This is an optimization exercise on Yosys and OpenROAD, whose aim is small area, a short achievable clock period and few clock cycles, not a production implementation. Where RTL was checked, it was by simulation tests only, not by an equivalence proof against the original. Power and IR drop assume default switching activity.

==> flow/design.v (excerpt) <==
module cle_xu (
    input  wire        clk,
    input  wire        rst,           
    input  wire        in_valid,
    output reg         in_ready,
    input  wire [5:0]  in_op,
    input  wire [2:0]  in_sub,
    input  wire [4:0]  in_qs,         
    input  wire [31:0] in_a,
    input  wire [31:0] in_b,
    input  wire [31:0] in_c,
    output reg         out_valid,
    output reg  [31:0] out_result,
    output reg  [3:0]  out_flags,     
    output reg         out_pred
);
    localparam OP_ADD   = 6'h01, OP_SUB  = 6'h02, OP_MUL   = 6'h03, OP_MAC  = 6'h04,
               OP_MSU   = 6'h05, OP_ACCR = 6'h06, OP_ACCW  = 6'h07, OP_MIN  = 6'h08,
               OP_MAX   = 6'h09, OP_ABS  = 6'h0A, OP_NEG   = 6'h0B, OP_SHV  = 6'h0C,
               OP_AND   = 6'h0D, OP_OR   = 6'h0E, OP_XOR   = 6'h0F, OP_CMP  = 6'h10,
               OP_CLAMP = 6'h12, OP_RATE = 6'h13, OP_DIV   = 6'h14, OP_MOV  = 6'h17;
    localparam [3:0] DIV_ITERS = 4'd8;    
    genvar g;
    reg        v0;
    reg [5:0]  op0;
    reg [2:0]  sub0;
    reg [4:0]  qs0;
    reg [31:0] a0, b0, c0;
    wire accept = in_valid & in_ready;
    reg  rst_q;               
    always @(posedge clk) begin
        rst_q <= rst;
        op0  <= in_op;
        sub0 <= in_sub;
        qs0  <= in_qs;
        a0   <= in_a;
        b0   <= in_b;
        c0   <= in_c;
        v0   <= accept & ~rst;
    end
    wire o_add  = op0 == OP_ADD,  o_sub  = op0 == OP_SUB,  o_mul  = op0 == OP_MUL;
    wire o_mac  = op0 == OP_MAC,  o_msu  = op0 == OP_MSU,  o_accr = op0 == OP_ACCR;
    wire o_accw = op0 == OP_ACCW, o_abs  = op0 == OP_ABS,  o_neg  = op0 == OP_NEG;
    wire o_shv  = op0 == OP_SHV,  o_cmp  = op0 == OP_CMP,  o_clmp = op0 == OP_CLAMP;
    wire o_rate = op0 == OP_RATE, o_div  = op0 == OP_DIV,  o_mov  = op0 == OP_MOV;
    wire mulop = o_mul | o_mac | o_msu;
    wire [63:0] pp_s, pp_c;
    cle_xu_booth u_mul (.a(a0), .b(b0), .s(pp_s), .c(pp_c));
    wire        negA  = o_neg | ((o_abs | o_div) & a0[31]);
    wire [32:0] ax    = {a0[31], a0};
    wire [32:0] bx    = {b0[31], b0};
    wire [32:0] cx33  = {c0[31], c0};
    wire [32:0] rl33  = b0[31] ? 33'd0 : {1'b0, b0};           
  ...
For scale: ~11000 cells after synthesis, roughly 890 flip-flops, roughly 150 I/O pins, roughly 0.089 sq mm of cells after synthesis.
==> flow/config.mk <==
export PLATFORM = sky130hd
export DESIGN_NAME = cle_xu
export DESIGN_NICKNAME = cle_xu
export VERILOG_FILES = /design/flow/design.v
export SDC_FILE = /design/flow/constraint.sdc
export NUM_CORES = 4
export LEC_CHECK = 0
export ABC_AREA = 1
export CAP_MARGIN = 30
export CORE_MARGIN = 2
export CORE_UTILIZATION = 50
export SLEW_MARGIN = 30
==> flow/constraint.sdc <==
create_clock -name core_clock -period 32.0 [get_ports {clk}]
set_input_delay 6.4000 -clock core_clock [delete_from_list [all_inputs] [get_ports {clk}]]
set_output_delay 6.4000 -clock core_clock [all_outputs]
set_load 0.01 [all_outputs]
standard.sh (not shown) runs the stock make flow with config.mk's settings and CLKGATE_MAP_FILE= SYNTH_SCRIPT=/design/flow/synth_recipe.tcl, a recipe that flattens the netlist after the stock synthesis.
==> flow/flow/run.sh <==
#!/bin/bash
set -uo pipefail
export SETUP_SLACK_MARGIN=24.4
export BUFFER_PORTS_ARGS="-buffer_cell sky130_fd_sc_hd__buf_2"
bash standard.sh > standard_flow.log 2>&1
Then changed:
--- a/flow/design.v
+++ b/flow/design.v
@@ -169,51 +169,52 @@
             dv_q   <= {dw[15:0], 16'd0};
             dv_neg <= dneg;
             dv_top <= dv_eq;
         end else if (dv_busy) begin
             dv_cnt <= dv_cnt - 4'd1;
             dv_r   <= st2[32:2];
             dv_q   <= {dv_q[27:0], st1[1:0], st2[1:0]};
         end
     end
     reg        v1;
     reg [63:0] s1, c1;
-    reg [4:0]  sh1;           
+    reg [4:0]  qs1;
     reg [5:0]  k1;
-    reg        issub1, useacc1, wracc1, clr1, accr1, sat_en1;
+    reg        shen1, issub1, useacc1, wracc1, clr1, accr1, sat_en1;
     reg [1:0]  idx1;
     reg        satf1, pred1, div0f1;
     reg        dvc1;          
     always @(posedge clk) begin
         v1      <= ((v0 & ~dv_load) | dv_done) & ~rst;
         dvc1    <= dv_done;
         s1      <= dv_done ? {dv_y, 31'd0} :
                    mulop   ? pp_s : {x_small, 31'd0};
         c1      <= (mulop & ~dv_done) ? pp_c : 64'd0;
-        sh1     <= (~dv_done & (o_mac | o_msu | o_accw)) ? {~qs0[4], qs0[3:0]} : 5'd16;
+        qs1     <= qs0;
         k1      <= dv_done ? 6'd31 : k_a;
+        shen1   <= ~dv_done & (o_mac | o_msu | o_accw);
         issub1  <= ~dv_done & o_msu;
         useacc1 <= ~dv_done & (o_mac | o_msu | o_accr);
         wracc1  <= ~dv_done & (o_mac | o_msu | o_accw);
         clr1    <= ~dv_done & o_accr & sub0[2];
         accr1   <= ~dv_done & o_accr;
         sat_en1 <= dv_done | ~(o_mac | o_msu | o_accw);
         idx1    <= sub0[1:0];
         satf1   <= ~dv_done & (o_clmp | o_rate) & sub0[0] & (gt_hi | lt_lo);
         pred1   <= ~dv_done & o_cmp & cmp_res;
         div0f1  <= ~dv_done & o_div & dz;
     end
     wire [63:0] p1;
     cle_xu_add #(64) u_cpa (.a(s1), .b({c1[63:31], c1[30] | (dvc1 & dv_c), c1[29:0]}),
                             .cin(1'b0), .s(p1), .cout());
-    wire [4:0]  sh5    = sh1;
+    wire [4:0]  sh5    = shen1 ? {~qs1[4], qs1[3:0]} : 5'd16;
     wire        psg    = p1[63];
     wire [64:0] ws0;
     wire [66:0] ws1;
     wire [70:0] ws2;
     wire [78:0] ws3;
     wire [89:15] w;
     generate
         for (g = 0; g <= 64; g = g + 1) begin : gw0
             if (g == 0)       assign ws0[g] = ~sh5[0] & p1[0];
             else if (g == 64) assign ws0[g] = psg;
             else              assign ws0[g] = sh5[0] ? p1[g - 1] : p1[g];
@@ -266,44 +267,44 @@
         satf2   <= satf1;
         pred2   <= pred1;
         div0f2  <= div0f1;
     end
     reg [71:0] acc [0:3];
     wire [74:0] acc_in = useacc2 ? {{3{acc[idx2][71]}}, acc[idx2]} : 75'd0;
     wire [74:0] sum;
     cle_xu_add #(75) u_acc (.a(acc_in), .b({opnd2[73], opnd2}), .cin(cin2), .s(sum), .cout());
     wire        clip72 = ~(sum[74:71] == 4'b0000 || sum[74:71] == 4'b1111);
     wire [71:0] sat72  = clip72 ? (sum[74] ? {1'b1, 71'd0} : {1'b0, {71{1'b1}}}) : sum[71:0];
     reg        v3;
-    reg [71:15] x3;           
+    reg [71:0] x3;
     reg [5:0]  k3;
     reg        sat_en3, accr3, satf3, pred3, div0f3, accclip3;
     integer i;
     always @(posedge clk) begin
         if (rst_q) begin
             for (i = 0; i < 4; i = i + 1)
                 acc[i] <= 72'd0;
         end else if (v2 & (wracc2 | clr2)) begin
             acc[idx2] <= clr2 ? 72'd0 : sat72;
         end
         v3       <= v2 & ~rst;
-        x3       <= sum[71:15];   
+        x3       <= sum[71:0];    
         k3       <= k2;
         sat_en3  <= sat_en2;
         accr3    <= accr2;
         satf3    <= satf2;
         pred3    <= pred2;
         div0f3   <= div0f2;
         accclip3 <= wracc2 & clip72;
     end
-    wire [72:0] z  = {x3, 16'd0};
+    wire [72:0] z  = {x3, 1'b0};
     wire        sg = x3[71];
     wire [63:0] l5;
     wire [47:0] l4;
     wire [39:0] l3;
     wire [35:0] l2;
     wire [33:0] l1;
     wire [32:0] l0;
     generate
         for (g = 0; g < 64; g = g + 1) begin : g5
             if (g + 32 <= 72) assign l5[g] = k3[5] ? z[g + 32] : z[g];
             else              assign l5[g] = k3[5] ? sg : z[g];
Die area went up slightly; critical path depth stays the same; synthesized area is higher slightly; clock power decreases by a few percent; clock-buffer cell count is higher by 16.
Testbench counts after the change, summed over its fixed seeds: cycles 90,420.
No functional check of the RTL was part of the first run of this note.

==> static timing again, ports no longer ideal <==
Ports are ideal in the flow. The routed layouts listed here were re-timed in OpenROAD.
Step 1 assumes that a clkbuf_16 drives the clock port and a buf_2 every other input.
Step 2 also shifts input and output timing later by t, the mid clock arrival at the registers, as if the neighbouring blocks saw the same clock.
Three values: ideal, step 1, step 2; two values: the first two.
| run | t (ns) | setup slack, ns | clock arrival spread, ns | worst register clock-pin slew, ns |
|---|---|---|---|---|
| the first run | 0.861 | 24.303 / 24.206 / 24.476 | 0.094 / 0.094 | 0.08 / 0.08 |
| the second run | 0.873 | 24.392 / 24.291 / 24.537 | 0.059 / 0.059 | 0.07 / 0.07 |
After both steps every run listed still meets setup and hold.
